What follows belongs to an exercise in optimizing a design on an open flow for small area, a short achievable clock period and few clock cycles; a production flow would make more cautious choices.
At most, simulation tests tie the RTL to the original design; equivalence was not proved.
No functional check of the RTL was part of runs 2 and 4.
No activity file was given, so power comes from the tool's default toggle rates.

## flow/design.v (module list and top-level ports; edited modules follow where they fit)
// module mac_agen: 104 lines
// module mac_add: 26 lines
// module mac_form_o: 39 lines
// module mac_rsb: 13 lines
// module mac_seq_tile: 430 lines
// module mac_mul: 1270 lines
module mac_seq_tile (
    input  wire        clk,
    input  wire        rst,
    input  wire        start,
    input  wire        a_signed,
    input  wire        b_signed,
    input  wire [30:0] ag0_cfg,
    input  wire [30:0] ag1_cfg,
    output wire        busy,
    output reg         done,
    output wire [5:0]  i_addr,
    input  wire [31:0] i_rdata,
    output wire [7:0]  x_addr,
    output wire        x_we,
    output wire [15:0] x_wdata,
    input  wire [15:0] x_rdata,
    output wire [7:0]  y_addr,
    output wire        y_we,
    output wire [15:0] y_wdata,
    input  wire [15:0] y_rdata,
    output reg  [39:0] acc,
    output reg  [15:0] out,
    output reg  [3:0]  bx,
    output reg         ovf,
    output reg         fault,
    output reg  [1:0]  fault_code,
    output reg  [5:0]  pc
);
  // ...
==> flow/flow/run.sh <==
#!/bin/bash
# The standard layout (the standard flow's synthesis, floorplan, placement, CTS and routing),
# with two changes to how the layout is made:
#  - repair_timing is asked for 14 ns more setup slack than the clock period
#    needs, so that the tools size the critical paths for speed;
#  - the port buffers are buf_2 cells (the standard flow picks clkdlybuf4s50_1,
#    a delay cell). Every input and output port still gets its buffer.
# The design, its synthesis, clock and constraints are the standard flow's; each run's
# output goes to its own log.
set -euo pipefail
bash standard.sh synth > synth.log 2>&1
bash standard.sh SETUP_SLACK_MARGIN=14 TNS_END_PERCENT=20 \
    "BUFFER_PORTS_ARGS=-buffer_cell sky130_fd_sc_hd__buf_2" finish > layout.log 2>&1
==> flow/standard.sh <==
#!/bin/bash
# synth_recipe.tcl (not shown) runs the flow's synth.tcl, then flattens the netlist and writes it again
# the make line also repeats each setting of config.mk as NAME=value (left out here)
make -C /OpenROAD-flow-scripts/flow DESIGN_CONFIG=/design/flow/config.mk WORK_HOME=/design/flow/orfs CLKGATE_MAP_FILE= SYNTH_SCRIPT=/design/flow/synth_recipe.tcl "${@:-finish}"
==> flow/config.mk <==
export PLATFORM = sky130hd
export DESIGN_NAME = mac_seq_tile
export DESIGN_NICKNAME = mac_seq_tile
export VERILOG_FILES = /design/flow/design.v
export SDC_FILE = /design/flow/constraint.sdc
export NUM_CORES = 4
export LEC_CHECK = 0
export CAP_MARGIN = 20
export CORE_MARGIN = 2
export CORE_UTILIZATION = 40
export SLEW_MARGIN = 20
==> flow/constraint.sdc <==
create_clock -name core_clock -period 20.0 [get_ports {clk}]
set_input_delay 4.0000 -clock core_clock [delete_from_list [all_inputs] [get_ports {clk}]]
set_output_delay 4.0000 -clock core_clock [all_outputs]
set_load 0.01 [all_outputs]
==> results.yml, run 1 <==
layout:
  seq_share: 0.245
  largest_reg_flops: 40
  layoutNonFillerInstCount: 6594
  regMostFlops: "acc"
  largest_class: "multi-input gates"
  top_regs: "acc (40), hold (19)"
  clock_area_frac: 0.0471
  multi_input_area_mm2: 0.0295
  area_growth_pct: 18.3
critical_path:
  critPathBufInv: 5
  critPathMaxStageDelay_ps: 780
  crit_cells: 23
  cp_cell_sequence: "and2_1 > ha_1 > inv_1 > fa_1 > inv_1 > fa_2 > inv_2 > fa_1 > fa_1 > inv_2 > fa_2 > ha_4 > a21o_1 > a21oi_2 > nand2_2 > nor3_4 > nor3_4 > o2111ai_2 > nand3_2 > buf_4 > a21oi_2 > or3_1 > a31oi_1"
clock_tree:
  post_cts_buffers: 64
pwr:
  total_power_mw: 4.61
  power_density_mw_per_mm2: 90.0
  p_int_mw: 2.97
  p_seq_mw: 1.39
  p_leak_nw: 21.1
  power_leader: "combinational cells"
synth:
  synth.most_common_cell: "dfxtp_1"
  synth_area_leaders: "dfxtp_1 25%, fa_1 13%, ha_1 5.4%, mux2i_1 4.3%, and2_1 4.2%"
  yosysTopAreaCell: "dfxtp_1"
  synth_compound_area_frac: 0.147
  ys_warn_count: 7
  synth_adder_area_share: 0.185
  synth-simple-area-share: 0.172
route:
  wirelength_um: 144000
  postRouteAntennaNets: 0
  wl_per_cell_um: 21.9
  wl_met2_um: 68600
sta:
  period_minus_slack_ps: 5980
global_route:
  grt_overflow: 0
  grt_util_all_layers: 0.253
  grt_first_pass_wirelength_um: 219000
run_status:
  status: "finished clean"
floorplan:
  rows: 120
  die_y_um: 333
  design.die.area_mm2: 0.111
  taps: 1403
  die_x_um: 333
  start_util: 0.404
run:
  cap_violations: 0
Testbench counts, summed over its fixed seeds: cycles 37,908.
==> module mac_agen, before the edit <==
module mac_agen (
    input  wire        clk,
    input  wire        rst,
    input  wire [30:0] cfg,
    input  wire        clear,      
    input  wire        init,       
    input  wire        adv,        
    output wire        ready,      
    output wire        ready_nx,   
    output wire [7:0]  addr_cur,   
    output wire [7:0]  addr_nxt,   
    output wire [7:0]  base_in     
);
    reg [8:0] lm1_r;
    reg [3:0] s_r;        
    reg [8:0] sp;         
    reg       rdy;
    reg       chk;        
    reg [3:0] cnt;
    reg       sbit;
    reg [8:0] off;
    reg [7:0] acur;
    assign ready    = rdy;
    assign base_in  = cfg[7:0];
    assign addr_cur = acur;
    wire [8:0] step_in = cfg[17:9];
    wire [8:0] lm1_in  = cfg[26:18];
    wire [3:0] rb_in   = cfg[30:27];
    wire [10:0] nl = {2'b11, ~lm1_r};
    wire [10:0] csub;
    mac_add #(11) u_chk (.a({2'b00, sp}), .b(nl), .ci(1'b0), .s(csub));
    wire fast = csub[10];
    assign ready_nx = rdy;
    wire [9:0]  dt = {sp, sbit};
    wire [10:0] dsub;
    mac_add #(11) u_div (.a({1'b0, dt}), .b(nl), .ci(1'b0), .s(dsub));
    wire [3:0]  cm1 = cnt - 4'd1;
    always @(posedge clk) begin
        if (rst) begin
            lm1_r <= 9'd0;
            s_r   <= 4'd0;
            sp    <= 9'd0;
            rdy   <= 1'b0;
            chk   <= 1'b0;
            cnt   <= 4'd0;
            sbit  <= 1'b0;
        end else if (clear) begin
            rdy <= 1'b0;
            chk <= 1'b0;
        end else if (init) begin
            lm1_r <= lm1_in;
            s_r   <= (rb_in > 4'd9) ? 4'd0 : 4'd9 - rb_in;
            sp    <= step_in;
            chk   <= 1'b1;
        end else if (chk) begin
            chk <= 1'b0;
            if (fast) begin
                rdy <= 1'b1;
            end else begin
                sp   <= 9'd0;
                cnt  <= 4'd8;
                sbit <= step_in[8];
            end
        end else if (!rdy) begin
            sp   <= dsub[10] ? dt[8:0] : dsub[8:0];
            sbit <= (cnt != 4'd0) ? step_in[cm1] : 1'b0;
            cnt  <= cnt - 4'd1;
            if (cnt == 4'd0)
                rdy <= 1'b1;
        end
    end
    reg  [8:0]  offn;
    reg  [7:0]  aadv;
    wire [8:0]  src = adv ? offn : off;
    wire [9:0]  t;
    mac_add #(10) u_t (.a({1'b0, src}), .b({1'b0, sp}), .ci(1'b0), .s(t));
    wire [10:0] tsub;
    mac_add #(11) u_ts (.a({1'b0, t}), .b(nl), .ci(1'b0), .s(tsub));
    wire [8:0]  nxt = tsub[10] ? t[8:0] : tsub[8:0];
    wire [8:0] r9    = {nxt[0], nxt[1], nxt[2], nxt[3], nxt[4], nxt[5], nxt[6], nxt[7], nxt[8]};
    wire [8:0] lowm  = 9'h1ff >> s_r;
    wire [8:0] rv    = (r9 >> s_r) | (nxt & ~lowm);
    wire [7:0] anxt;
    mac_add #(8) u_a (.a(base_in), .b(rv[7:0]), .ci(1'b0), .s(anxt));
    always @(posedge clk) begin
        if (rst || clear)
            off <= 9'd0;
        else if (adv)
            off <= offn;
    end
    always @(posedge clk) begin
        offn <= nxt;
        aadv <= anxt;
    end
    always @(posedge clk) begin
        if (rst)
            acur <= 8'd0;
        else if (init)
            acur <= base_in;
        else if (adv)
            acur <= aadv;
    end
    assign addr_nxt = adv ? aadv : acur;
endmodule
==> module mac_seq_tile, before the edit <==
module mac_seq_tile (
    input  wire        clk,
    input  wire        rst,
    input  wire        start,
    input  wire        a_signed,
    input  wire        b_signed,
    input  wire [30:0] ag0_cfg,
    input  wire [30:0] ag1_cfg,
    output wire        busy,
    output reg         done,
    output wire [5:0]  i_addr,
    input  wire [31:0] i_rdata,
    output wire [7:0]  x_addr,
    output wire        x_we,
    output wire [15:0] x_wdata,
    input  wire [15:0] x_rdata,
    output wire [7:0]  y_addr,
    output wire        y_we,
    output wire [15:0] y_wdata,
    input  wire [15:0] y_rdata,
    output reg  [39:0] acc,
    output reg  [15:0] out,
    output reg  [3:0]  bx,
    output reg         ovf,
    output reg         fault,
    output reg  [1:0]  fault_code,
    output reg  [5:0]  pc
);
    localparam [1:0] F_NONE = 2'd0, F_ILLEGAL = 2'd1, F_NESTED = 2'd2;
    reg        busy_r;
    reg        run;           
    reg        first;         
    reg        fin;           
    reg        fin_halt;
    reg [5:0]  fpc;           
    reg [5:0]  ppc;           
    reg        pvalid;        
    reg        use_hold;      
    reg [18:0] hold;          
    reg        px_same, py_same;    
    reg        jc_v;          
    reg [5:0]  jc_a, jc_t;
    reg [15:0] k0, k1, xr, yr;
    reg [3:0]  det;
    reg        lp_active;
    reg [5:0]  lp_start;
    reg [5:0]  lp_end;
    reg [9:0]  lp_left;
    reg [7:0]  xa_r, ya_r;    
    reg        xwe_r, ywe_r;
    reg [15:0] xwd_r, ywd_r;  
    reg        xb_v, yb_v;    
    reg [7:0]  xb_a, yb_a;
    reg [15:0] xb_d, yb_d;
    assign busy    = busy_r;
    assign i_addr  = fpc;
    assign x_addr  = xa_r;
    assign y_addr  = ya_r;
    assign x_we    = xwe_r;
    assign y_we    = ywe_r;
    assign x_wdata = xwd_r;
    assign y_wdata = ywd_r;
    wire accept = start && !busy_r;
    wire [31:0] ins = use_hold ? {1'b0, hold[18:16], hold[15:0], 12'd0} : i_rdata;
    wire [3:0]  op  = ins[31:28];
    wire        i_fx = ins[27], i_fy = ins[26];
    wire        i_a0 = ins[23], i_a1 = ins[22];
    wire [15:0] imm = ins[15:0];
    wire is_arith = !op[3] && !(op[2] && (op[1] || op[0]));
    wire is_ldk0  = (op == 4'h8);
    wire is_ldk1  = (op == 4'h9);
    wire is_loop  = (op == 4'hA);
    wire is_jmp   = (op == 4'hB);
    wire is_bxclr = (op == 4'hC);
    wire is_halt  = (op == 4'hF);
    wire is_ill   = (op == 4'h5) || (op == 4'h6) || (op == 4'h7) || (op == 4'hD) || (op == 4'hE);
    reg        e_valid, e_wx, e_wy;
    reg [7:0]  e_xa, e_ya;
    wire x_force = xb_v && e_valid && e_wx;
    wire y_force = yb_v && e_valid && e_wy;
    wire rdy0n, rdy1n;
    wire pact  = busy_r && run && pvalid;    
    wire stall = pact && is_arith &&
                 ((i_fx && x_force) || (i_fy && y_force) ||
                  (i_a0 && (first || !rdy0n)) || (i_a1 && (first || !rdy1n)));
    wire exec  = pact && !stall;
    wire [5:0] e_new     = imm[15:10];
    wire       loop_nest = is_loop && lp_active;
    wire       loop_ill  = is_loop && !lp_active && (e_new == ppc);
    wire       finish    = is_ill || is_halt || loop_nest || loop_ill;
    wire [1:0] fcode     = is_ill ? F_ILLEGAL : loop_nest ? F_NESTED : loop_ill ? F_ILLEGAL : F_NONE;
    wire [5:0] tgt     = imm[5:0];
    wire       jmp_out = (tgt - lp_start) > (lp_end - lp_start);
    wire       at_end  = lp_active && (ppc == lp_end);
    wire       counts  = !is_loop && !is_jmp && !finish;
    reg        n_active;
    reg [5:0]  n_start, n_end;
    reg [9:0]  n_left;
    always @* begin
        n_active = lp_active;
        n_start  = lp_start;
        n_end    = lp_end;
        n_left   = lp_left;
        if (exec) begin
            if (is_loop && !finish) begin
                n_active = 1'b1;
                n_start  = ppc + 6'd1;
                n_end    = e_new;
                n_left   = imm[9:0];
            end else if (is_jmp) begin
                if (lp_active && jmp_out)
                    n_active = 1'b0;
            end else if (counts && at_end) begin
                if (lp_left != 10'd0)
                    n_left = lp_left - 10'd1;
                else
                    n_active = 1'b0;
            end
        end
    end
    wire [5:0] fpc_inc = fpc + 6'd1;
    wire       f_at_e  = (fpc == lp_end);
    wire [5:0] f_a     = (lp_active && f_at_e && lp_left != 10'd0) ? lp_start : fpc_inc;
    wire [5:0] f_b     = (f_at_e && lp_left > 10'd1) ? lp_start : fpc_inc;
    wire [5:0] f_c     = (fpc == e_new && imm[9:0] != 10'd0) ? fpc : fpc_inc;
    wire       p_loop  = exec && is_loop && !finish;
    wire       p_cnt   = exec && counts && at_end;
    wire       f_jc    = jc_v && (fpc == jc_a);
    wire [5:0] fpc_seq = f_jc ? jc_t : p_loop ? f_c : p_cnt ? f_b : f_a;
    wire ending = exec && finish;
    wire jump   = exec && is_jmp && (fpc != tgt);    
    wire skip_x = px_same;
    wire skip_y = py_same;
    wire need_x = exec && is_arith && i_fx && !skip_x;
    wire need_y = exec && is_arith && i_fy && !skip_y;
    reg        d_valid, d_arith, d_ldk0, d_ldk1, d_bxclr, d_end, d_halt;
    reg        d_mul, d_mac, d_msu, d_clr;
    reg        d_xskip, d_yskip;
    reg [15:0] d_pay;         
    wire       d_fx = d_pay[15], d_fy = d_pay[14], d_wx = d_pay[13], d_wy = d_pay[12];
    wire       d_a0 = d_pay[11], d_a1 = d_pay[10], d_wr = d_pay[9];
    wire ag_adv0 = d_valid && d_arith && d_a0;
    wire ag_adv1 = d_valid && d_arith && d_a1;
    wire [7:0] xa_cur, ya_cur, xa_nxt, ya_nxt, xa_base, ya_base;
    wire rdy0, rdy1;
    mac_agen u_ag0 (.clk(clk), .rst(rst), .cfg(ag0_cfg), .clear(!busy_r), .init(first),
                    .adv(ag_adv0), .ready(rdy0), .ready_nx(rdy0n),
                    .addr_cur(xa_cur), .addr_nxt(xa_nxt), .base_in(xa_base));
    mac_agen u_ag1 (.clk(clk), .rst(rst), .cfg(ag1_cfg), .clear(!busy_r), .init(first),
                    .adv(ag_adv1), .ready(rdy1), .ready_nx(rdy1n),
                    .addr_cur(ya_cur), .addr_nxt(ya_nxt), .base_in(ya_base));
    reg        r_valid, r_arith, r_fx, r_fy, r_wx, r_wy, r_wr, r_sat, r_sela;
    reg [1:0]  r_selb;
    reg [4:0]  r_p;
    reg        r_mul, r_msu, r_mac, r_clr;
    reg        r_bxclr, r_end, r_halt;
    reg        r_xskip, r_yskip;
    reg [7:0]  r_xa, r_ya;
    reg        e_wr, e_sat;
    reg [4:0]  e_p;
    reg        e_mul, e_msu, e_mac, e_clr;
    reg        e_bxclr, e_end, e_halt;
    reg [16:0] e_a, e_b;
    reg        w_oused, w_bxclr;
    reg [15:0] o_r;           
    wire [15:0] o_comb;
    mac_form_o u_form (.acc(acc), .pe(e_p), .sat(e_sat), .o(o_comb));
    wire [40:0] msum;
    mac_mul u_mul (.a(e_a), .b(e_b), .msu(e_msu), .x(acc & {40{e_mac}}), .sum(msum));
    wire acc_ovf = msum[40] ^ msum[39];
    wire x_hit_e = e_valid && e_wx && (e_xa == r_xa);
    wire x_hit_b = xb_v && (xb_a == r_xa);
    wire x_hit_w = xwe_r && (xa_r == r_xa);
    wire y_hit_e = e_valid && e_wy && (e_ya == r_ya);
    wire y_hit_b = yb_v && (yb_a == r_ya);
    wire y_hit_w = ywe_r && (ya_r == r_ya);
    wire        x_hit  = x_hit_e || x_hit_b || x_hit_w;
    wire        y_hit  = y_hit_e || y_hit_b || y_hit_w;
    wire [15:0] x_fwd  = x_hit_e ? o_comb : x_hit_b ? xb_d : xwd_r;
    wire [15:0] y_fwd  = y_hit_e ? o_comb : y_hit_b ? yb_d : ywd_r;
    wire [15:0] xr_new = (r_fx && x_hit) ? x_fwd : (r_fx && !r_xskip) ? x_rdata : xr;
    wire [15:0] yr_new = (r_fy && y_hit) ? y_fwd : (r_fy && !r_yskip) ? y_rdata : yr;
    reg [15:0] opa, opb;
    always @* begin
        opa = r_sela ? yr_new : xr_new;
        case (r_selb)
            2'b00:   opb = yr_new;
            2'b01:   opb = k0;
            2'b10:   opb = k1;
            default: opb = xr_new;
        endcase
    end
    wire [16:0] opa_x = {a_signed & opa[15], opa};
    wire [16:0] opb_x = {b_signed & opb[15], opb} ^ {17{r_msu}};
    wire        x_new  = e_valid && e_wx;
    wire        x_cand = xb_v || x_new;
    wire        x_sch  = x_cand && !need_x;
    wire [7:0]  x_ca   = xb_v ? xb_a : e_xa;
    wire [15:0] x_cd   = xb_v ? xb_d : o_comb;
    wire        y_new  = e_valid && e_wy;
    wire        y_cand = yb_v || y_new;
    wire        y_sch  = y_cand && !need_y;
    wire [7:0]  y_ca   = yb_v ? yb_a : e_ya;
    wire [15:0] y_cd   = yb_v ? yb_d : o_comb;
    wire [3:0] w_rsb;
    mac_rsb u_rsb (.v(o_r), .rsb(w_rsb));
    wire [3:0] det_next = w_bxclr ? 4'd15 :
                          (w_oused && w_rsb < det) ? w_rsb : det;
    always @(posedge clk) begin
        d_arith <= is_arith;
        d_ldk0  <= is_ldk0;
        d_ldk1  <= is_ldk1;
        d_bxclr <= is_bxclr;
        d_end   <= finish;
        d_halt  <= is_halt;
        d_mul   <= is_arith && (op[2:0] == 3'd1 || op[2:0] == 3'd2 || op[2:0] == 3'd3);
        d_mac   <= is_arith && (op[2:0] == 3'd2 || op[2:0] == 3'd3);
        d_msu   <= is_arith && (op[2:0] == 3'd3);
        d_clr   <= is_arith && (op[2:0] == 3'd4);
        d_xskip <= skip_x;
        d_yskip <= skip_y;
        d_pay   <= is_arith ? {ins[27:21], (ins[20:16] > 5'd24) ? 5'd24 : ins[20:16], ins[15:12]} : imm;
        r_arith <= d_arith;
        r_fx    <= d_fx && d_arith;
        r_fy    <= d_fy && d_arith;
        r_wx    <= d_wx && d_arith;
        r_wy    <= d_wy && d_arith;
        r_wr    <= d_wr && d_arith;
        r_p     <= d_pay[8:4];
        r_sat   <= d_pay[3];
        r_sela  <= d_pay[2];
        r_selb  <= d_pay[1:0];
        r_mul   <= d_mul;
        r_mac   <= d_mac;
        r_msu   <= d_msu;
        r_clr   <= d_clr;
        r_bxclr <= d_bxclr;
        r_end   <= d_end;
        r_halt  <= d_halt;
        r_xskip <= d_xskip;
        r_yskip <= d_yskip;
        r_xa    <= xa_cur;
        r_ya    <= ya_cur;
        e_wx    <= r_wx;
        e_wy    <= r_wy;
        e_wr    <= r_wr;
        e_p     <= r_p;
        e_sat   <= r_sat;
        e_mul   <= r_mul;
        e_mac   <= r_mac;
        e_msu   <= r_msu;
        e_clr   <= r_clr;
        e_bxclr <= r_bxclr;
        e_end   <= r_end;
        e_halt  <= r_halt;
        e_xa    <= r_xa;
        e_ya    <= r_ya;
        e_a     <= opa_x;
        e_b     <= opb_x;
        o_r     <= o_comb;
        xwd_r <= x_cd;
        ywd_r <= y_cd;
        if (x_sch ? xb_v : !xb_v) begin
            xb_a <= e_xa;
            xb_d <= o_comb;
        end
        if (y_sch ? yb_v : !yb_v) begin
            yb_a <= e_ya;
            yb_d <= o_comb;
        end
    end
    always @(posedge clk) begin
        if (rst) begin
            busy_r     <= 1'b0;
            done       <= 1'b0;
            run        <= 1'b0;
            first      <= 1'b0;
            fin        <= 1'b0;
            fin_halt   <= 1'b0;
            fpc        <= 6'd0;
            ppc        <= 6'd0;
            pvalid     <= 1'b0;
            use_hold   <= 1'b0;
            hold       <= 19'd0;
            acc        <= 40'd0;
            out        <= 16'd0;
            bx         <= 4'd15;
            det        <= 4'd15;
            ovf        <= 1'b0;
            fault      <= 1'b0;
            fault_code <= F_NONE;
            pc         <= 6'd0;
            k0         <= 16'd0;
            k1         <= 16'd0;
            xr         <= 16'd0;
            yr         <= 16'd0;
            lp_active  <= 1'b0;
            jc_v       <= 1'b0;
            px_same    <= 1'b0;
            py_same    <= 1'b0;
            jc_a       <= 6'd0;
            jc_t       <= 6'd0;
            lp_start   <= 6'd0;
            lp_end     <= 6'd0;
            lp_left    <= 10'd0;
            xa_r       <= 8'd0;
            ya_r       <= 8'd0;
            xwe_r      <= 1'b0;
            ywe_r      <= 1'b0;
            xb_v       <= 1'b0;
            yb_v       <= 1'b0;
            d_valid    <= 1'b0;
            r_valid    <= 1'b0;
            e_valid    <= 1'b0;
            w_oused    <= 1'b0;
            w_bxclr    <= 1'b0;
        end else begin
            done  <= 1'b0;
            first <= accept;
            if (!busy_r) begin
                busy_r     <= start;
                fpc        <= {5'd0, start};
                run        <= 1'b1;
                ppc        <= 6'd0;
                pvalid     <= 1'b1;
                use_hold   <= 1'b0;
                lp_active  <= 1'b0;
                jc_v       <= 1'b0;
                px_same    <= 1'b0;
                py_same    <= 1'b0;
                if (start) begin
                    fault      <= 1'b0;
                    fault_code <= F_NONE;
                end
            end else if (run) begin
                if (stall) begin
                    use_hold <= 1'b1;
                    hold     <= {ins[30:28], ins[27:12]};
                end else if (!pvalid) begin
                    fpc      <= fpc_seq;
                    ppc      <= fpc;
                    pvalid   <= 1'b1;
                    use_hold <= 1'b0;
                end else if (ending) begin
                    run       <= 1'b0;
                    pvalid    <= 1'b0;
                    use_hold  <= 1'b0;
                    fpc       <= 6'd0;
                    pc        <= ppc;
                    lp_active <= 1'b0;
                    if (fcode != F_NONE) begin
                        fault      <= 1'b1;
                        fault_code <= fcode;
                    end
                end else begin
                    lp_active <= n_active;
                    lp_start  <= n_start;
                    lp_end    <= n_end;
                    lp_left   <= n_left;
                    use_hold  <= 1'b0;
                    if (is_arith) begin
                        px_same <= i_fx && !i_a0 && !ins[25];
                        py_same <= i_fy && !i_a1 && !ins[24];
                    end
                    if (jump) begin
                        fpc    <= tgt;
                        ppc    <= tgt;
                        pvalid <= 1'b0;
                        jc_v   <= 1'b1;
                        jc_a   <= ppc;
                        jc_t   <= tgt;
                    end else begin
                        fpc    <= fpc_seq;
                        ppc    <= fpc;
                        pvalid <= 1'b1;
                    end
                end
            end
            if (d_valid && d_ldk0) k0 <= d_pay;
            if (d_valid && d_ldk1) k1 <= d_pay;
            d_valid <= exec && (is_arith || is_ldk0 || is_ldk1 || is_bxclr || finish);
            r_valid <= d_valid && (d_arith || d_bxclr || d_end);
            e_valid <= r_valid;
            if (r_valid && r_arith) begin
                xr <= xr_new;
                yr <= yr_new;
            end
            xwe_r <= x_sch;
            ywe_r <= y_sch;
            xa_r  <= x_sch ? x_ca : first ? xa_base : xa_nxt;
            ya_r  <= y_sch ? y_ca : first ? ya_base : ya_nxt;
            xb_v  <= x_sch ? (xb_v && x_new) : x_cand;
            yb_v  <= y_sch ? (yb_v && y_new) : y_cand;
            w_oused <= e_valid && (e_wx || e_wy || e_wr);
            w_bxclr <= e_valid && e_bxclr;
            if (e_valid) begin
                if (e_mul) begin
                    acc <= msum[39:0];
                    if (acc_ovf)
                        ovf <= 1'b1;
                end else if (e_clr) begin
                    acc <= 40'd0;
                end
                if (e_bxclr)
                    ovf <= 1'b0;
                if (e_wr)
                    out <= o_comb;
            end
            if (e_valid && e_end) begin
                if (xb_v || yb_v) begin
                    fin      <= 1'b1;
                    fin_halt <= e_halt;
                end else begin
                    done   <= 1'b1;
                    busy_r <= 1'b0;
                    if (e_halt)
                        bx <= det_next;
                end
            end
            if (fin) begin
                fin    <= 1'b0;
                done   <= 1'b1;
                busy_r <= 1'b0;
                if (fin_halt)
                    bx <= det_next;
            end
            det <= det_next;
        end
    end
endmodule
==> run 2, diff against run 1 <==
--- a/flow/design.v
+++ b/flow/design.v
@@ -31,5 +31,7 @@
     mac_add #(11) u_chk (.a({2'b00, sp}), .b(nl), .ci(1'b0), .s(csub));
     wire fast = csub[10];
-    assign ready_nx = rdy;
+    reg        rdy2;
+    reg [10:0] spl;       
+    assign ready_nx = rdy2;
     wire [9:0]  dt = {sp, sbit};
     wire [10:0] dsub;
@@ -76,6 +78,13 @@
     mac_add #(10) u_t (.a({1'b0, src}), .b({1'b0, sp}), .ci(1'b0), .s(t));
     wire [10:0] tsub;
-    mac_add #(11) u_ts (.a({1'b0, t}), .b(nl), .ci(1'b0), .s(tsub));
+    mac_add #(11) u_ts (.a({2'b00, src}), .b(spl), .ci(1'b0), .s(tsub));
     wire [8:0]  nxt = tsub[10] ? t[8:0] : tsub[8:0];
+    always @(posedge clk) begin
+        spl <= csub;
+        if (rst || clear)
+            rdy2 <= 1'b0;
+        else
+            rdy2 <= chk ? fast : rdy;
+    end
     wire [8:0] r9    = {nxt[0], nxt[1], nxt[2], nxt[3], nxt[4], nxt[5], nxt[6], nxt[7], nxt[8]};
     wire [8:0] lowm  = 9'h1ff >> s_r;
@@ -229,4 +238,5 @@
     reg [5:0]  lp_end;
     reg [9:0]  lp_left;
+    wire       lp_wrap = (lp_start > lp_end);
     reg [7:0]  xa_r, ya_r;    
     reg        xwe_r, ywe_r;
@@ -273,5 +283,7 @@
     wire [1:0] fcode     = is_ill ? F_ILLEGAL : loop_nest ? F_NESTED : loop_ill ? F_ILLEGAL : F_NONE;
     wire [5:0] tgt     = imm[5:0];
-    wire       jmp_out = (tgt - lp_start) > (lp_end - lp_start);
+    wire       tg_ge_s = (tgt >= lp_start);
+    wire       tg_le_e = (tgt <= lp_end);
+    wire       jmp_out = !(lp_wrap ? (tg_ge_s || tg_le_e) : (tg_ge_s && tg_le_e));
     wire       at_end  = lp_active && (ppc == lp_end);
     wire       counts  = !is_loop && !is_jmp && !finish;
@@ -345,5 +357,5 @@
     reg [16:0] e_a, e_b;
     reg        w_oused, w_bxclr;
-    reg [15:0] o_r;           
+    reg        ov_n;          
     wire [15:0] o_comb;
     mac_form_o u_form (.acc(acc), .pe(e_p), .sat(e_sat), .o(o_comb));
@@ -351,4 +363,6 @@
     mac_mul u_mul (.a(e_a), .b(e_b), .msu(e_msu), .x(acc & {40{e_mac}}), .sum(msum));
     wire acc_ovf = msum[40] ^ msum[39];
+    wire [3:0] o_rsb;
+    mac_rsb u_rsb (.v(o_comb), .rsb(o_rsb));
     wire x_hit_e = e_valid && e_wx && (e_xa == r_xa);
     wire x_hit_b = xb_v && (xb_a == r_xa);
@@ -385,6 +399,5 @@
     wire [7:0]  y_ca   = yb_v ? yb_a : e_ya;
     wire [15:0] y_cd   = yb_v ? yb_d : o_comb;
-    wire [3:0] w_rsb;
-    mac_rsb u_rsb (.v(o_r), .rsb(w_rsb));
+    reg  [3:0] w_rsb;
     wire [3:0] det_next = w_bxclr ? 4'd15 :
                           (w_oused && w_rsb < det) ? w_rsb : det;
@@ -440,12 +453,12 @@
         e_a     <= opa_x;
         e_b     <= opb_x;
-        o_r     <= o_comb;
+        w_rsb   <= o_rsb;
         xwd_r <= x_cd;
         ywd_r <= y_cd;
-        if (x_sch ? xb_v : !xb_v) begin
+        if (!xb_v || x_new) begin
             xb_a <= e_xa;
             xb_d <= o_comb;
         end
-        if (y_sch ? yb_v : !yb_v) begin
+        if (!yb_v || y_new) begin
             yb_a <= e_ya;
             yb_d <= o_comb;
@@ -497,4 +510,5 @@
             w_oused    <= 1'b0;
             w_bxclr    <= 1'b0;
+            ov_n       <= 1'b0;
         end else begin
             done  <= 1'b0;
@@ -579,14 +593,15 @@
                 if (e_mul) begin
                     acc <= msum[39:0];
-                    if (acc_ovf)
-                        ovf <= 1'b1;
                 end else if (e_clr) begin
                     acc <= 40'd0;
                 end
-                if (e_bxclr)
-                    ovf <= 1'b0;
                 if (e_wr)
                     out <= o_comb;
             end
+            ov_n <= e_valid && e_mul && acc_ovf;
+            if (e_valid && e_bxclr)
+                ovf <= 1'b0;
+            else if (ov_n)
+                ovf <= 1'b1;
             if (e_valid && e_end) begin
                 if (xb_v || yb_v) begin
==> run 2 against run 1 <==
Still clean on timing, DRC and antenna. Sequential share of layout area rose by 0.95 points. Synthesized cell count is 1.2% higher. Register-to-register slack worse by 320 ps.
==> results.yml, run 2 <==
synth:
  synth.most_common_cell: "dfxtp_1"
  synth.yosys.seq_area_share: 0.291
  synthArstFlopShare: 0
  ys_types: 98
  synthCells: 4924
  syn_area_mm2: 0.0435
  yosys.area.top_type_share: 0.258
  synth_edf_count: 48
  ys.flop_type: "dfxtp_1"
  syn_area_per_cell_um2: 8.82
  synth_common_cells: "560 x dfxtp_1, 460 x nand2_1, 441 x inv_1, 380 x nor2_1, 332 x a21oi_1"
  ys_seq_elements: 608
  ys_warn_count: 7
  synth_area_leaders: "dfxtp_1 26%, fa_1 13%, ha_1 5.4%, mux2i_1 5.2%, and2_1 4.2%"
  yosysTopAreaCell: "dfxtp_1"
layout:
  layoutNonFillerInstCount: 6604
  top_regs: "acc (40), hold (19)"
  final_common_cell: "dfxtp_1"
  fillers: 10400
  regArea_mm2: 0.0128
  drive_above_1_share: 0.164
  final_area_mm2: 0.0502
  area_growth_pct: 15.5
  largest_reg_flops: 40
  finalNetCount: 5739
  final_cell_mix: "519 x dfxtp_1, 457 x nand2_1, 433 x inv_1"
  multi_input_area_mm2: 0.0287
  regMostFlops: "acc"
placed_design:
  dp_hpwl_um: 103000
  place_ws_ps: 12400
  portBuffers: 256
  placed_area_mm2: 0.0460
  place.gp.congestion: 0.944
  placed_cells: 6357
clock_tree:
  cts_tree: "yes"
  cts_buffers: 72
  clockBufferDepth: 3
  clk_latency_ps: 630
  cts.reportedPaths.clkPinSlew_ps: 60
  cts_root_buffer: "clkbuf_16"
  clock-sinks: 608
  h-tree-depth: 3
route:
  wirelength_um: 143000
  drt_iter0_drc: 3085
  wl_per_cell_um: 21.6
  viasPerCell: 5.59
  remaining_drc_errors: 0
  postRouteAntennaNets: 0
  dr.pass1.iters: 7
  vias: 36900
pwr:
  ir_drop_mv: 0.0860
  sw_frac_of_total: 0.345
  comb_power_share: 0.353
  p_int_mw: 2.88
  power_density_mw_per_mm2: 87.8
  seqPwrFrac: 0.327
  p_sw_mw: 1.52
  clock_power_share: 0.321
  p_leak_nw: 21.2
  total_power_mw: 4.40
hold_path:
  timing.hold.worst.class: "register to register"
  hold_start: "r_p[3]"
critical_path:
  crit_fanout: 8
  r2r-start: "e_b[10]"
  required_ps: 20510
  path_class: "register to register"
  startpoint: "e_b[10]"
  crit_arrival_ps: 6810
  crit_path_start_kind: "register"
  endpoint_kind: "register"
sta:
  setup_viol: 0
  timing.final.ws_setup_ps: 13700
  max_freq_mhz: 159
  drv_slew: 0
  slew-limit-headroom: 0.164
  timing.final.crit_share: 0.315
  finalHoldViolations: 0
  rsz0062_at_grt: "yes"
  period_minus_slack_ps: 6300
  worstMarginPinSlew_ps: 1250
  skew_ps: 30.8
  fin_tns_setup_ps: 0
floorplan:
  die_y_um: 334
  die_x_um: 334
  start_util: 0.405
  pin_count: 259
  fp.coreArea_mm2: 0.107
  rows: 120
  design.die.area_mm2: 0.111
run_status:
  status: "finished clean"
global_route:
  grt.met2_usage: 0.420
  met3_usage: 0.0448
  grt_busiest_layer: "met2"
  antenna_found_initial: 17
  grt_first_pass_wirelength_um: 218000
  grt_max_degree: 139
  grt_overflow: 0
  grt_util_all_layers: 0.252
  met1_usage: 0.321
  grt_pass1_vias: 36200
run:
  cap_violations: 0
[run 2: worst max-delay path, cell delays in order (launching register included)]
cell       delay [ps]
dfxtp_4           400
buf_12            150
buf_4             140
and2_1            150
ha_1              270
inv_1              50
fa_1              540
inv_1              60
fa_1              410
inv_1              80
fa_2              430
fa_1              520
inv_1              60
fa_1              450
ha_4              310
a21o_1            180
a21o_1            180
a21oi_2           160
o21ai_1           110
a31oi_2           380
a21oi_4           100
a2111oi_4         220
buf_4             190
o21ai_2            80
xor2_2            210
buf_4             140
a22o_1            200
[run 2: logic make-up after synthesis]
group	synth area share
muxes	0.0964
adders and majority gates	0.185
AOI/OAI and AO/OA	0.146
DFF	0.291
and+or+nand+nor	0.170
buffers and inverters	0.0654
xor gates and xnor gates	0.0458
[run 2: per-stage QoR]
stage	hold WS, ps	utilization
2_1_floorplan	310	-
3_3_place_gp	310	0.428
3_5_place_dp	312	0.428
4_1_cts	328	0.462
5_1_grt	329	0.467
6_report	326	0.467
[run 2: power groups by stage]
stage	clock [mW]	sequential, mW	combinational (mW)
final	1.41	1.44	1.55
after global routing	1.48	1.45	1.70
after CTS	1.43	1.44	1.45
after detailed placement	0	1.47	1.29
after global placement	0	1.47	1.28
after floorplan	0	1.42	0.960
[run 2: cell type report]
type	count	share of cell area
Tap cell	1403	0.0350
Clock buffer	100	0.0421
Antenna cell	6	0.000299
Clock inverter	32	0.00855
Inverter	448	0.0335
Sequential cell	608	0.255
Multi-Input combinational cell	3580	0.571
Timing Repair Buffer	427	0.0551
[run 2: path summary, 6_finish.rpt]
path	end	slack, ps	cells past startpoint
max	acc[39]	13700	26
min	e_p[3]	330	0
max reg2reg	acc[39]	13700	26
min reg2reg	e_p[3]	330	0
[run 2: timing repair]
item | in CTS | in global routing
hold buffers | 0 | 0
gates resized for setup | 142 | 71
endpoints found under the setup margin | 92 | 65
gates cloned | 1 | 2
setup buffers | 77 | 29
hold endpoints to repair | 0 | 0
pin swaps | 44 | 35
[run 2: metal layers]
layer	vias to the layer above	routed length (um)
met5	-	106
met4	16	6520
met3	328	10200
met2	1367	67000
met1	18000	59000
li1	17200	-
==> run 3, diff against run 2 <==
--- a/flow/design.v
+++ b/flow/design.v
@@ -271,8 +271,10 @@
     wire x_force = xb_v && e_valid && e_wx;
     wire y_force = yb_v && e_valid && e_wy;
+    wire skip_x = px_same;
+    wire skip_y = py_same;
     wire rdy0n, rdy1n;
     wire pact  = busy_r && run && pvalid;    
     wire stall = pact && is_arith &&
-                 ((i_fx && x_force) || (i_fy && y_force) ||
+                 ((i_fx && !skip_x && x_force) || (i_fy && !skip_y && y_force) ||
                   (i_a0 && (first || !rdy0n)) || (i_a1 && (first || !rdy1n)));
     wire exec  = pact && !stall;
@@ -324,6 +326,4 @@
     wire ending = exec && finish;
     wire jump   = exec && is_jmp && (fpc != tgt);    
-    wire skip_x = px_same;
-    wire skip_y = py_same;
     wire need_x = exec && is_arith && i_fx && !skip_x;
     wire need_y = exec && is_arith && i_fy && !skip_y;
==> run 3 against run 2 <==
Still clean. Utilization shrank 0.14 points. Setup slack lost 150 ps. Via count shrank 3.8%. Critical path depth shrank 2. Synthesized cell count shrank 1.3%. First-iteration DRC count shrank 23%. Die area shrank 1.1%. Design area shrank 0.87%. Sequential share of layout area grew 0.24 points. Routed wire length shrank 5.6%. Critical endpoint is now ov_n. Largest cell class unchanged. Largest power group unchanged.
==> results.yml, run 3 <==
floorplan:
  fp.coreArea_mm2: 0.107
  start_util: 0.402
  die_x_um: 332
  pin_count: 259
  die_y_um: 332
  design.die.area_mm2: 0.110
  rows: 120
global_route:
  grt_first_pass_wirelength_um: 208000
  grt_overflow: 0
  grt_pass1_vias: 35400
  antenna_found_initial: 29
  grt_max_degree: 82
  grt_util_all_layers: 0.242
sta:
  fin_tns_setup_ps: 0
  max_freq_mhz: 155
  slew-limit-headroom: 0.303
  timing.final.ws_setup_ps: 13550
  drv_slew: 0
  hold_ws_ps: 323
  period_minus_slack_ps: 6450
  worstMarginPinSlew_ps: 1040
  skew_ps: 39.2
  rsz0062_at_grt: "yes"
  finalHoldViolations: 0
  timing.final.crit_share: 0.323
  setup_viol: 0
clock_tree:
  clk_latency_ps: 640
  cts.reportedPaths.clkPinSlew_ps: 60
  clock-sinks: 608
  cts_root_buffer: "clkbuf_16"
  cts_buffers: 73
  ctsHoldBuffers: 0
  h-tree-depth: 3
  clockBufferDepth: 3
  cts_tree: "yes"
route:
  dr.pass1.iters: 6
  wl_per_cell_um: 20.6
  vias: 35500
  wirelength_um: 135000
  remaining_drc_errors: 0
  postRouteAntennaNets: 0
  viasPerCell: 5.41
  drt_iter0_drc: 2383
synth:
  ys.flop_type: "dfxtp_1"
  syn_area_per_cell_um2: 8.84
  synthCells: 4859
  yosysTopAreaCell: "dfxtp_1"
  synthArstFlopShare: 0
  yosys.area.top_type_share: 0.261
  ys_types: 88
  synth.yosys.seq_area_share: 0.295
  syn_area_mm2: 0.0429
  synth.most_common_cell: "dfxtp_1"
  synth_edf_count: 48
  ys_warn_count: 7
  ys_seq_elements: 608
  synth_common_cells: "560 x dfxtp_1, 492 x nand2_1, 468 x inv_1, 370 x nor2_1, 344 x a21oi_1"
  synth_area_leaders: "dfxtp_1 26%, fa_1 13%, ha_1 5.5%, mux2i_1 4.9%, nand2_1 4.3%"
pwr:
  p_sw_mw: 1.45
  comb_power_share: 0.353
  power_density_mw_per_mm2: 85.6
  p_leak_nw: 20.9
  seqPwrFrac: 0.340
  ir_drop_mv: 0.0808
  total_power_mw: 4.26
  clock_power_share: 0.307
  p_int_mw: 2.81
  sw_frac_of_total: 0.341
layout:
  drive_above_1_share: 0.172
  top_regs: "acc (40), hold (19)"
  final_cell_mix: "515 x dfxtp_1, 486 x nand2_1, 449 x inv_1"
  layoutNonFillerInstCount: 6561
  final_common_cell: "dfxtp_1"
  finalNetCount: 5695
  fillers: 10400
  final_area_mm2: 0.0498
  regMostFlops: "acc"
  largest_reg_flops: 40
  utilization: 0.466
  area_growth_pct: 15.8
placed_design:
  place_ws_ps: 12150
  place.gp.congestion: 0.904
  dp_hpwl_um: 99200
  placed_cells: 6298
  placed_area_mm2: 0.0455
  portBuffers: 256
critical_path:
  r2r-start: "e_a[1]"
  required_ps: 20470
  endpoint_kind: "register"
  crit_arrival_ps: 6920
  crit_end: "ov_n"
  path_class: "register to register"
  r2r_end: "ov_n"
  r2r_slack_ps: 13550
  crit_path_start_kind: "register"
  startpoint: "e_a[1]"
  crit_fanout: 7
  rr_worst_depth: 24
run:
  cap_violations: 0
run_status:
  status: "finished clean"
hold_path:
  timing.hold.worst.class: "register to register"
run 3: repair_timing:
item / 4_1_cts / 5_1_grt
buffers inserted: 96 / 25
hold endpoints to repair: 0 / 0
resized for setup: 190 / 65
setup endpoints to repair: 107 / 100
pin swaps: 63 / 49
cloned: 2 / 0
run 3: worst min path at each step:
| stage | from | depth (start not counted) | endpoint |
|---|---|---|---|
| detailed placement | r_wr | 0 | e_wr |
| global route | d_mul | 0 | r_mul |
| global placement | r_wx | 0 | e_wx |
| floorplan | r_bxclr | 0 | e_bxclr |
| CTS | d_mac | 0 | r_mac |
| finish | r_clr | 0 | e_clr |
run 3: worst max-delay path, stage by stage (launching register included):
cell and delay (ps):
dfxtp_4 430, buf_4 140, buf_4 100, nand2_1 70, fa_1 530, inv_1 60, fa_1 550, inv_1 80
fa_2 380, inv_2 60, fa_1 440, fa_1 530, inv_1 50, fa_2 560, ha_4 230, a21o_1 200
a21o_1 170, a221o_1 370, o211ai_1 290, a31o_2 270, a31oi_4 110, nor3b_2 170, mux2i_1 140, a21oi_1 90
o21a_1 240
run 3: kinds of logic (layout without fill, tap and decap cells):
family | after synthesis | in the layout | synth area share
compound gates | 958 | 959 | 0.141
other cells | 0 | 7 | 0
simple gates | 1510 | 1510 | 0.169
buf+inv | 751 | 1042 | 0.0670
fa+ha+maj | 474 | 474 | 0.187
mux | 329 | 329 | 0.0951
flops | 608 | 608 | 0.295
xor+xnor | 229 | 229 | 0.0467
run 3: power by group through the flow:
stage / Clock, mW / Sequential, mW / Combinational [mW]
detailed placement: 0 / 1.49 / 1.23
global route: 1.39 / 1.46 / 1.65
finish: 1.31 / 1.45 / 1.50
global placement: 0 / 1.48 / 1.22
floorplan: 0 / 1.42 / 0.947
CTS: 1.33 / 1.45 / 1.44
run 3: layout make-up:
| cell class | instances | area (um^2) | area share |
|---|---|---|---|
| Inverter | 473 | 1800 | 0.0362 |
| Timing Repair Buffer | 436 | 2820 | 0.0566 |
| Tap cell | 1403 | 1760 | 0.0353 |
| Multi-Input combinational cell | 3501 | 28200 | 0.567 |
| Clock buffer | 106 | 2100 | 0.0423 |
| Sequential cell | 608 | 12800 | 0.257 |
| Clock inverter | 27 | 245 | 0.00493 |
| Antenna cell | 7 | 17.5 | 0.000352 |
run 3: per-layer routing:
metal  track usage  vias up  part of all wire
met4        0.0870       14             0.035
met5             0        -           0.00059
met2         0.411     1074              0.48
met1         0.302    17200              0.41
met3        0.0524      278             0.074
li1              -    16900                 -
Testbench counts of run 3, summed over its fixed seeds: cycles 37,784.
==> run 4, diff against run 3 <==
--- a/flow/design.v
+++ b/flow/design.v
@@ -271,10 +271,8 @@
     wire x_force = xb_v && e_valid && e_wx;
     wire y_force = yb_v && e_valid && e_wy;
-    wire skip_x = px_same;
-    wire skip_y = py_same;
     wire rdy0n, rdy1n;
     wire pact  = busy_r && run && pvalid;    
     wire stall = pact && is_arith &&
-                 ((i_fx && !skip_x && x_force) || (i_fy && !skip_y && y_force) ||
+                 ((i_fx && x_force) || (i_fy && y_force) ||
                   (i_a0 && (first || !rdy0n)) || (i_a1 && (first || !rdy1n)));
     wire exec  = pact && !stall;
@@ -326,4 +324,6 @@
     wire ending = exec && finish;
     wire jump   = exec && is_jmp && (fpc != tgt);    
+    wire skip_x = px_same;
+    wire skip_y = py_same;
     wire need_x = exec && is_arith && i_fx && !skip_x;
     wire need_y = exec && is_arith && i_fy && !skip_y;
==> flow/flow/run.sh (replaced) <==
#!/bin/bash
# The standard layout (the standard flow's synthesis, floorplan, placement, CTS and routing),
# with two changes to how the layout is made:
#  - repair_timing is asked for 14 ns more setup slack than the clock period
#    needs, so that the tools size the critical paths for speed;
#  - the port buffers are buf_4 cells (the standard flow picks clkdlybuf4s50_1,
#    a delay cell). Every input and output port still gets its buffer.
# The design, its synthesis, clock and constraints are the standard flow's; each run's
# output goes to its own log.
set -euo pipefail
bash standard.sh synth > synth.log 2>&1
bash standard.sh SETUP_SLACK_MARGIN=14 TNS_END_PERCENT=20 \
    "BUFFER_PORTS_ARGS=-buffer_cell sky130_fd_sc_hd__buf_4" finish > layout.log 2>&1
==> run 4 against run 3 <==
Still clean on timing, DRC and antenna. Clock skew down 16 ps. Sequential power about the same. Fmax up 1.9%. Via count up 3.5%. Clock power up 14%. First-iteration DRC count up 25%. Sequential share of layout area down 0.89 points. Count of clock-buffer cells in the layout down 14. Critical endpoint is now acc[36].
==> results.yml, run 4 <==
layout:
  final_cell_mix: "524 x dfxtp_1, 456 x nand2_1, 434 x buf_4"
  regMostFlops: "acc"
  drive_above_1_share: 0.177
  finalNetCount: 5783
  top_regs: "acc (40), hold (19)"
  final_area_mm2: 0.0515
  final_common_cell: "dfxtp_1"
  fillers: 10300
  largest_reg_flops: 40
  layoutNonFillerInstCount: 6644
  area_growth_pct: 18.5
route:
  drt_iter0_drc: 2985
  dr.pass1.iters: 6
  vias: 36800
  wirelength_um: 144000
  postRouteAntennaNets: 0
  viasPerCell: 5.53
  remaining_drc_errors: 0
  wl_per_cell_um: 21.7
synth:
  ys_types: 98
  synth_edf_count: 48
  synth_common_cells: "560 x dfxtp_1, 460 x nand2_1, 441 x inv_1, 380 x nor2_1, 332 x a21oi_1"
  syn_area_mm2: 0.0435
  yosys.area.top_type_share: 0.258
  syn_area_per_cell_um2: 8.82
  synthArstFlopShare: 0
  yosysTopAreaCell: "dfxtp_1"
  ys_warn_count: 7
  synth.yosys.seq_area_share: 0.291
  synthCells: 4924
  synth_area_leaders: "dfxtp_1 26%, fa_1 13%, ha_1 5.4%, mux2i_1 5.2%, and2_1 4.2%"
  ys_seq_elements: 608
  synth.most_common_cell: "dfxtp_1"
  ys.flop_type: "dfxtp_1"
global_route:
  met3_usage: 0.0458
  grt_util_all_layers: 0.255
  grt_max_degree: 159
  met1_usage: 0.323
  grt.met2_usage: 0.430
  grt_first_pass_wirelength_um: 219000
  grt_pass1_vias: 36200
  grt_busiest_layer: "met2"
  antenna_found_initial: 9
  grt_overflow: 0
critical_path:
  endpoint_kind: "register"
  critPathSlowestCell: "fa_2"
  path_class: "register to register"
  required_ps: 20520
  path_delay_family: "adder cells"
  r2r_slack_ps: 13670
  crit_path_start_kind: "register"
  r2r_end: "acc[36]"
  crit_arrival_ps: 6850
  rr_worst_depth: 25
  critPathMaxStageDelay_ps: 550
  r2r-start: "e_b[8]"
  critPathBufInv: 6
  crit_fanout: 4
sta:
  worstMarginPinSlew_ps: 1270
  max_freq_mhz: 158
  timing.final.ws_setup_ps: 13670
  timing.final.crit_share: 0.317
  period_minus_slack_ps: 6330
  skew_ps: 22.7
  drv_slew: 0
  fin_tns_setup_ps: 0
  finalHoldViolations: 0
  rsz0062_at_grt: "yes"
  slew-limit-headroom: 0.148
  setup_viol: 0
clock_tree:
  h-tree-depth: 3
  clockBufferDepth: 3
  cts_root_buffer: "clkbuf_16"
  cts_tree: "yes"
  clock-sinks: 608
  clk_latency_ps: 650
  cts.reportedPaths.clkPinSlew_ps: 60
  cts_buffers: 72
run:
  cap_violations: 0
placed_design:
  placed_cells: 6361
  place.gp.congestion: 0.925
  place_ws_ps: 12190
  portBuffers: 256
  placed_area_mm2: 0.0466
  dp_hpwl_um: 104000
pwr:
  power_density_mw_per_mm2: 87.8
  p_leak_nw: 21.6
  total_power_mw: 4.52
  ir_drop_mv: 0.0838
hold_path:
  timing.hold.worst.class: "register to register"
  hold_end: "e_bxclr"
  hold_start: "r_bxclr"
  holdPathStages: 0
floorplan:
  design.die.area_mm2: 0.111
  die_x_um: 334
  die_y_um: 334
  rows: 120
  fp.coreArea_mm2: 0.107
  start_util: 0.405
  pin_count: 259
run_status:
  status: "finished clean"
==> run 4: changes by cell type in the layout (fill, tap and decap cells not counted), moves of 24 or more <==
cell and delta:
a21oi_1 -24, a221oi_1 +24, buf_2 -250, buf_4 +271, inv_1 -24, nand2_1 -30, nand3_1 +25, nor3_1 +26
o21ai_0 +29
==> run 4: worst max-delay path by stage <==
stage	startpoint	slack (ps)	to	depth (start not counted)
global placement	e_a[1]	12200	ov_n	23
CTS	e_a[1]	13710	acc[36]	25
global route	e_a[1]	13520	acc[36]	25
finish	e_b[8]	13670	acc[36]	25
detailed placement	e_a[2]	12190	ov_n	22
floorplan	i_rdata[30]	13400	fpc[5]	12
==> run 4: cell families after synthesis <==
group           count (synthesis)  synth area share
flops                         608             0.291
fa+ha+maj                     474             0.185
compound gates                996             0.146
xor+xnor                      227            0.0458
buf+inv                       738            0.0654
simple gates                 1532             0.170
mux                           349            0.0964
==> run 4: timing repair <==
| action | in CTS | in global routing |
|---|---|---|
| gates cloned | 2 | 2 |
| resized for setup | 163 | 92 |
| setup buffers | 112 | 32 |
| hold buffers | 0 | 0 |
| pin swaps | 57 | 47 |
| setup endpoints to repair | 93 | 65 |
==> run 4: layout make-up <==
class	instances	area, um^2	area share
sequential	608	12800	0.248
clock buffer	92	2000	0.0388
timing repair buffer	471	3810	0.0741
antenna	1	2.50	0.0000486
clock inverter	41	728	0.0141
multi-input combinational	3580	28700	0.558
tap	1403	1760	0.0341
inverter	448	1680	0.0327
==> run 4: stage by stage <==
stage / hold slack (ps) / utilization
finish: 324 / 0.480
global route: 329 / 0.480
CTS: 327 / 0.474
detailed placement: 312 / 0.434
global placement: 312 / 0.434
floorplan: 310 / -
==> run 4: power by group <==
part           switching (mW)  internal, mW  leakage [nW]
sequential             0.0863          1.35          5.16
clock                   0.584         0.904          1.30
combinational           0.877         0.723          15.1
total                    1.55          2.97          21.6
==> run 4: per-layer routing <==
| metal | vias to the layer above | part of all wire |
|---|---|---|
| met1 | 17900 | 0.41 |
| met5 | - | 0.00066 |
| met2 | 1328 | 0.48 |
| li1 | 17300 | - |
| met3 | 290 | 0.075 |
| met4 | 14 | 0.039 |
==> run 5, diff against run 4 <==
--- a/flow/design.v
+++ b/flow/design.v
@@ -31,4 +31,6 @@
     mac_add #(11) u_chk (.a({2'b00, sp}), .b(nl), .ci(1'b0), .s(csub));
     wire fast = csub[10];
+    wire [10:0] csub2 = csub + nl;
+    wire fast2 = csub2[10];
     reg        rdy2;
     reg [10:0] spl;       
@@ -59,4 +61,7 @@
             if (fast) begin
                 rdy <= 1'b1;
+            end else if (fast2) begin
+                sp  <= csub[8:0];
+                rdy <= 1'b1;
             end else begin
                 sp   <= 9'd0;
@@ -271,8 +276,10 @@
     wire x_force = xb_v && e_valid && e_wx;
     wire y_force = yb_v && e_valid && e_wy;
+    wire skip_x = px_same;
+    wire skip_y = py_same;
     wire rdy0n, rdy1n;
     wire pact  = busy_r && run && pvalid;    
     wire stall = pact && is_arith &&
-                 ((i_fx && x_force) || (i_fy && y_force) ||
+                 ((i_fx && !skip_x && x_force) || (i_fy && !skip_y && y_force) ||
                   (i_a0 && (first || !rdy0n)) || (i_a1 && (first || !rdy1n)));
     wire exec  = pact && !stall;
@@ -324,6 +331,4 @@
     wire ending = exec && finish;
     wire jump   = exec && is_jmp && (fpc != tgt);    
-    wire skip_x = px_same;
-    wire skip_y = py_same;
     wire need_x = exec && is_arith && i_fx && !skip_x;
     wire need_y = exec && is_arith && i_fy && !skip_y;
@@ -353,5 +358,5 @@
     reg        e_wr, e_sat;
     reg [4:0]  e_p;
-    reg        e_mul, e_msu, e_mac, e_clr;
+    reg        e_mul, e_msu, e_mac;
     reg        e_bxclr, e_end, e_halt;
     reg [16:0] e_a, e_b;
@@ -387,5 +392,5 @@
         endcase
     end
-    wire [16:0] opa_x = {a_signed & opa[15], opa};
+    wire [16:0] opa_x = r_clr ? 17'd0 : {a_signed & opa[15], opa};
     wire [16:0] opb_x = {b_signed & opb[15], opb} ^ {17{r_msu}};
     wire        x_new  = e_valid && e_wx;
@@ -409,5 +414,5 @@
         d_end   <= finish;
         d_halt  <= is_halt;
-        d_mul   <= is_arith && (op[2:0] == 3'd1 || op[2:0] == 3'd2 || op[2:0] == 3'd3);
+        d_mul   <= is_arith && (op[2:0] == 3'd1 || op[2:0] == 3'd2 || op[2:0] == 3'd3 || op[2:0] == 3'd4);
         d_mac   <= is_arith && (op[2:0] == 3'd2 || op[2:0] == 3'd3);
         d_msu   <= is_arith && (op[2:0] == 3'd3);
@@ -445,5 +450,4 @@
         e_mac   <= r_mac;
         e_msu   <= r_msu;
-        e_clr   <= r_clr;
         e_bxclr <= r_bxclr;
         e_end   <= r_end;
@@ -591,9 +595,6 @@
             w_bxclr <= e_valid && e_bxclr;
             if (e_valid) begin
-                if (e_mul) begin
+                if (e_mul)
                     acc <= msum[39:0];
-                end else if (e_clr) begin
-                    acc <= 40'd0;
-                end
                 if (e_wr)
                     out <= o_comb;
==> run 5 against run 4 <==
Flip-flop and latch count down 1. Critical path type unchanged. Routed wire length is 1.3% lower. Highest routed layer unchanged. Still clean. Clock power decreased by 3%. Via count decreased by 0.15%. Die area increased by 1.1%.
==> results.yml, run 5 <==
run_status:
  status: "finished clean"
critical_path:
  crit_path_start_kind: "register"
  required_ps: 20500
  cp_cell_sequence: "buf_8 > nand2_1 > fa_1 > fa_1 > inv_2 > fa_2 > inv_2 > fa_1 > fa_1 > inv_1 > fa_2 > ha_4 > a21o_1 > a21o_1 > a21o_1 > a21o_1 > a21oi_4 > nand2b_1 > a31o_4 > nor4bb_4 > o2111ai_4 > a21oi_1 > mux2_4"
  r2r_end: "ov_n"
  path_class: "register to register"
  startpoint: "e_a[10]"
  rr_worst_depth: 23
  r2r_slack_ps: 13790
  critPathSlowestCell: "fa_1"
  r2r-start: "e_a[10]"
  crit_fanout: 18
  crit_end: "ov_n"
  crit_arrival_ps: 6710
  endpoint_kind: "register"
  critPathMaxStageDelay_ps: 580
pwr:
  ir_drop_mv: 0.0686
  p_leak_nw: 21.3
  power_density_mw_per_mm2: 90.9
  total_power_mw: 4.68
synth:
  synthArstFlopShare: 0
  yosys.area.top_type_share: 0.255
  ys_types: 95
  syn_area_per_cell_um2: 8.82
  synth.yosys.seq_area_share: 0.287
  synthCells: 4981
  synth_area_leaders: "dfxtp_1 25%, fa_1 13%, ha_1 5.9%, mux2i_1 4.8%, and2_1 4.3%"
  synth_edf_count: 48
  yosysTopAreaCell: "dfxtp_1"
  ys_warn_count: 7
  ys.flop_type: "dfxtp_1"
  ys_seq_elements: 607
  synth_common_cells: "559 x dfxtp_1, 486 x nand2_1, 467 x inv_1, 380 x nor2_1, 339 x a21oi_1"
  syn_area_mm2: 0.0439
  synth.most_common_cell: "dfxtp_1"
sta:
  hold_ws_ps: 303
  finalHoldViolations: 0
  timing.final.crit_share: 0.310
  drv_slew: 0
  rsz0062_at_grt: "yes"
  skew_ps: 39.5
  fin_tns_setup_ps: 0
  slew-limit-headroom: 0.199
  worstMarginPinSlew_ps: 1190
  period_minus_slack_ps: 6210
  max_freq_mhz: 161
  setup_viol: 0
route:
  drt_iter0_drc: 2749
  viasPerCell: 5.51
  dr.pass1.iters: 7
  wirelength_um: 142000
  postRouteAntennaNets: 0
  wl_per_cell_um: 21.4
  remaining_drc_errors: 0
  vias: 36700
clock_tree:
  clk_latency_ps: 640
  cts_tree: "yes"
  clock-sinks: 607
  clockBufferDepth: 3
  cts_buffers: 73
  h-tree-depth: 3
  cts.reportedPaths.clkPinSlew_ps: 60
  ctsHoldBuffers: 0
  cts_root_buffer: "clkbuf_16"
layout:
  final_area_mm2: 0.0515
  area_growth_pct: 17.1
  antenna_cells: 0
  largest_reg_flops: 40
  final_common_cell: "dfxtp_1"
  regMostFlops: "acc"
  final_cell_mix: "525 x dfxtp_1, 484 x nand2_1, 455 x inv_1"
  drive_above_1_share: 0.165
  top_regs: "acc (40), hold (19)"
  finalNetCount: 5808
floorplan:
  design.die.area_mm2: 0.113
  die_y_um: 335
  die_x_um: 335
  fp.coreArea_mm2: 0.109
  start_util: 0.404
  rows: 121
  pin_count: 259
run:
  cap_violations: 0
global_route:
  grt_pass1_vias: 36200
  grt_overflow: 0
  grt_first_pass_wirelength_um: 217000
  grt_util_all_layers: 0.249
  antenna_found_initial: 8
  grt_max_degree: 79
placed_design:
  place.gp.congestion: 0.912
  dp_hpwl_um: 104000
  portBuffers: 256
  placed_area_mm2: 0.0472
hold_path:
  timing.hold.worst.class: "register to register"
run 5: worst min-delay path by stage:
stage | from | end | slack, ps | depth (start not counted)
floorplan | r_bxclr | e_bxclr | 310 | 0
global placement | r_wy | e_wy | 310 | 0
detailed placement | r_halt | e_halt | 310 | 0
CTS | d_clr | r_clr | 300 | 0
global route | d_clr | r_clr | 310 | 0
finish | d_clr | r_clr | 300 | 0
run 5: metal layers:
layer	wire (um)	global-route usage	up-vias	part of all wire
met4	5160	0.0903	14	0.036
met3	8870	0.0469	265	0.062
met5	86	0	-	0.00060
met1	60300	0.317	18000	0.42
met2	67900	0.421	1105	0.48
li1	-	-	17400	-
run 5: critical path, delay by kind of cell (launching register included):
family | cells | cell delay (ps)
flops | 1 | 340
mux | 1 | 310
buf+inv | 4 | 360
fa+ha+maj | 7 | 3170
simple gates | 3 | 380
compound gates | 8 | 1490
run 5: layout make-up:
class / count / area, um^2
Sequential cell: 607 / 12700
Clock inverter: 34 / 502
Timing Repair Buffer: 419 / 3400
Inverter: 473 / 1780
Multi-Input combinational cell: 3612 / 29200
Clock buffer: 100 / 2110
Tap cell: 1414 / 1770
Fill cell: 10400 / 57400
run 5: what timing repair did:
item,4_1_cts,5_1_grt
setup endpoints to repair,81,86
gates cloned,2,1
resized for setup,152,86
buffers inserted,73,15
pin swaps,58,25
run 5: metrics by stage:
step / util / worst slack [ps] / instances
floorplan: - / 13810 / 4981
global placement: 0.434 / 12340 / 6434
detailed placement: 0.434 / 12240 / 6434
CTS: 0.468 / 13570 / 6643
global route: 0.473 / 13610 / 6659
finish: 0.473 / 13790 / 6659
run 5: power by group:
| part | internal [mW] | switching [mW] | total, mW | leakage (nW) |
|---|---|---|---|---|
| combinational | 0.832 | 0.984 | 1.82 | 14.9 |
| clock | 0.877 | 0.568 | 1.45 | 1.28 |
| sequential | 1.34 | 0.0782 | 1.42 | 5.15 |
| total | 3.05 | 1.63 | 4.68 | 21.3 |
run 5: cells by family (layout without fill, tap and decap cells):
family / Yosys count / after routing / synth area share
mux: 328 / 328 / 0.0963
buf+inv: 763 / 1026 / 0.0670
simple gates: 1583 / 1584 / 0.174
flops: 607 / 607 / 0.287
xor+xnor: 221 / 221 / 0.0440
fa+ha+maj: 494 / 494 / 0.189
compound gates: 985 / 985 / 0.142
Testbench counts of run 5, summed over its fixed seeds: cycles 37,440.
==> run 6, diff against run 5 <==
==> flow/flow/run.sh (replaced) <==
#!/bin/bash
# The standard layout (the standard flow's synthesis, floorplan, placement, CTS and routing),
# with two changes to how the layout is made:
#  - repair_timing is asked for 14 ns more setup slack than the clock period
#    needs, so that the tools size the critical paths for speed;
#  - the port buffers are buf_2 cells (the standard flow picks clkdlybuf4s50_1,
#    a delay cell). Every input and output port still gets its buffer.
# The design, its synthesis, clock and constraints are the standard flow's; each run's
# output goes to its own log.
set -euo pipefail
bash standard.sh synth > synth.log 2>&1
bash standard.sh SETUP_SLACK_MARGIN=14 TNS_END_PERCENT=20 \
    "BUFFER_PORTS_ARGS=-buffer_cell sky130_fd_sc_hd__buf_2" finish > layout.log 2>&1
--- a/flow/config.mk
+++ b/flow/config.mk
@@ -10,2 +10,3 @@
 export CORE_UTILIZATION = 40
 export SLEW_MARGIN = 20
+export SYNTH_HIERARCHICAL = 1
==> run 6 against run 5 <==
Non-clock buffer count is 6 higher. Via count up 6.5%. Worst hold slack better by 18 ps.
==> results.yml, run 6 <==
global_route:
  grt_util_all_layers: 0.242
  grt_first_pass_wirelength_um: 223000
  grt_pass1_vias: 37800
  grt_max_degree: 93
  grt_overflow: 0
  antenna_found_initial: 19
sta:
  worstMarginPinSlew_ps: 1200
  setup_viol: 0
  fin_tns_setup_ps: 0
  finalHoldViolations: 0
  slew-limit-headroom: 0.194
  rsz0062_at_grt: "yes"
  period_minus_slack_ps: 6030
  drv_slew: 0
  max_freq_mhz: 166
  skew_ps: 43.1
  timing.final.crit_share: 0.301
clock_tree:
  clockBufferDepth: 3
  h-tree-depth: 3
  clk_latency_ps: 650
  cts_tree: "yes"
  cts_buffers: 70
  clock-sinks: 608
  cts.reportedPaths.clkPinSlew_ps: 60
  cts_root_buffer: "clkbuf_16"
critical_path:
  critPathBufInv: 3
  path_class: "primary input to register"
  endpoint_kind: "register"
  required_ps: 20530
  crit_arrival_ps: 6550
  critPathSlowestCell: "buf_4"
  rr_worst_depth: 21
  r2r_slack_ps: 14000
  cp_cell_sequence: "buf_8 > buf_4 > buf_6 > nand2b_1 > a21oi_1 > a2111o_1"
  critPathMaxStageDelay_ps: 600
  crit_fanout: 77
  crit_path_start_kind: "primary input"
  crit_cells: 6
  path_delay_family: "buffers and inverters"
pwr:
  clock_power_share: 0.186
  sw_frac_of_total: 0.433
  p_int_mw: 4.17
  ir_drop_mv: 0.290
  p_leak_nw: 21.7
  seqPwrFrac: 0.201
  comb_power_share: 0.613
  p_sw_mw: 3.18
  power_density_mw_per_mm2: 140
route:
  vias: 39100
  remaining_drc_errors: 0
  wl_per_cell_um: 20.6
  viasPerCell: 5.52
  dr.pass1.iters: 6
  drt_iter0_drc: 2947
  postRouteAntennaNets: 0
  wirelength_um: 146000
layout:
  regArea_mm2: 0.0128
  regMostFlops: "acc"
  multi_input_area_mm2: 0.0310
  area_growth_pct: 14.0
  drive_above_1_share: 0.164
  utilization: 0.460
  finalNetCount: 6125
  top_regs: "acc (40), hold (19)"
  fillers: 11200
  largest_reg_flops: 40
  final_common_cell: "nand2_1"
  final_cell_mix: "550 x nand2_1, 515 x dfxtp_1, 467 x inv_1"
placed_design:
  dp_hpwl_um: 107000
  place.gp.congestion: 0.914
  portBuffers: 256
floorplan:
  die_y_um: 344
  start_util: 0.403
  design.die.area_mm2: 0.118
  fp.coreArea_mm2: 0.115
  die_x_um: 344
  pin_count: 259
  rows: 124
run_status:
  status: "finished clean"
synth:
  ys_warn_count: 13
  syn_area_mm2: 0.0462
  synthCells: 5283
  syn_area_per_cell_um2: 8.74
hold_path:
  holdPathStages: 0
  timing.hold.worst.class: "register to register"
run:
  cap_violations: 0
[run 6: metrics by stage]
step | hold slack [ps] | cells | worst slack, ps | power, mW | area, um^2
6_report | 321 | 7075 | 13970 | 7.35 | 52700
2_1_floorplan | 310 | 5307 | 13930 | 4.28 | 46300
3_3_place_gp | 310 | 6827 | 12950 | 5.14 | 48600
5_1_grt | 326 | 7071 | 13780 | 7.85 | 52700
3_5_place_dp | 312 | 6827 | 12920 | 5.17 | 48600
4_1_cts | 324 | 7031 | 13810 | 6.98 | 52000
[run 6: timing repair]
item                                    4_1_cts  5_1_grt
gates cloned                                  0        1
hold buffers                                  0        0
buffers inserted                             75       36
gates resized for setup                     126       86
pin swaps                                    23       59
endpoints found under the setup margin       51       64
endpoints found under the hold margin         0        0
[run 6: power groups by stage]
stage                     sequential [mW]  combinational, mW  clock [mW]
final                                1.48               4.50        1.37
after floorplan                      1.45               2.83           0
after global routing                 1.49               4.91        1.44
after detailed placement             1.54               3.62           0
after CTS                            1.48               4.10        1.39
after global placement               1.54               3.60           0
[run 6: cell type report]
class	instances	share of cell area
clock inverter	30	0.00834
inverter	487	0.0348
antenna	7	0.000333
multi-input combinational	3907	0.588
sequential	608	0.243
timing repair buffer	425	0.0510
tap	1512	0.0359
clock buffer	99	0.0384
[run 6: routing by layer]
layer	vias to the layer above	wire, um	track usage
met4	14	4630	0.0751
met3	269	10800	0.0468
met1	19000	63200	0.326
met2	1360	67000	0.391
li1	18500	-	-
met5	-	93	0
[run 6: path summary, 6_finish.rpt]
path | from | to
min reg2reg | r_p[1] | e_p[1]
max reg2reg | e_b[11] | ov_n
min | r_p[1] | e_p[1]
max | rst | fpc[4]

## static timing again, ports no longer ideal
Ports are ideal in the flow. The routed layouts listed here were re-timed in OpenROAD. Step 1, drivers: a clkbuf_16 drives clk and a buf_2 each remaining input, both assumed. Step 2 also shifts input and output timing later by t, the mid clock arrival at the registers, as if the neighbouring blocks saw the same clock. Three values: ideal ports, drivers, drivers and shift; two values: the first two.
| run | t, ns | slack for setup (ns) | worst register clock-pin slew, ns |
|---|---|---|---|
| run 1 | 0.667 | 14.017 / 14.008 / 13.341 | 0.07 / 0.07 |
| run 2 | 0.687 | 13.695 / 13.695 / 13.100 | 0.06 / 0.06 |
| run 3 | 0.685 | 13.549 / 13.549 / 12.926 | 0.07 / 0.07 |
| run 4 | 0.706 | 13.670 / 13.670 / 13.211 | 0.07 / 0.07 |
| run 5 | 0.690 | 13.792 / 13.792 / 13.197 | 0.08 / 0.08 |
| run 6 | 0.706 | 13.973 / 13.995 / 13.295 | 0.07 / 0.07 |
After both steps every run listed still meets setup and hold. For run 6, which loses most, drivers alone change the setup slack by +0.022 ns; drivers and shift together by -0.678 ns.
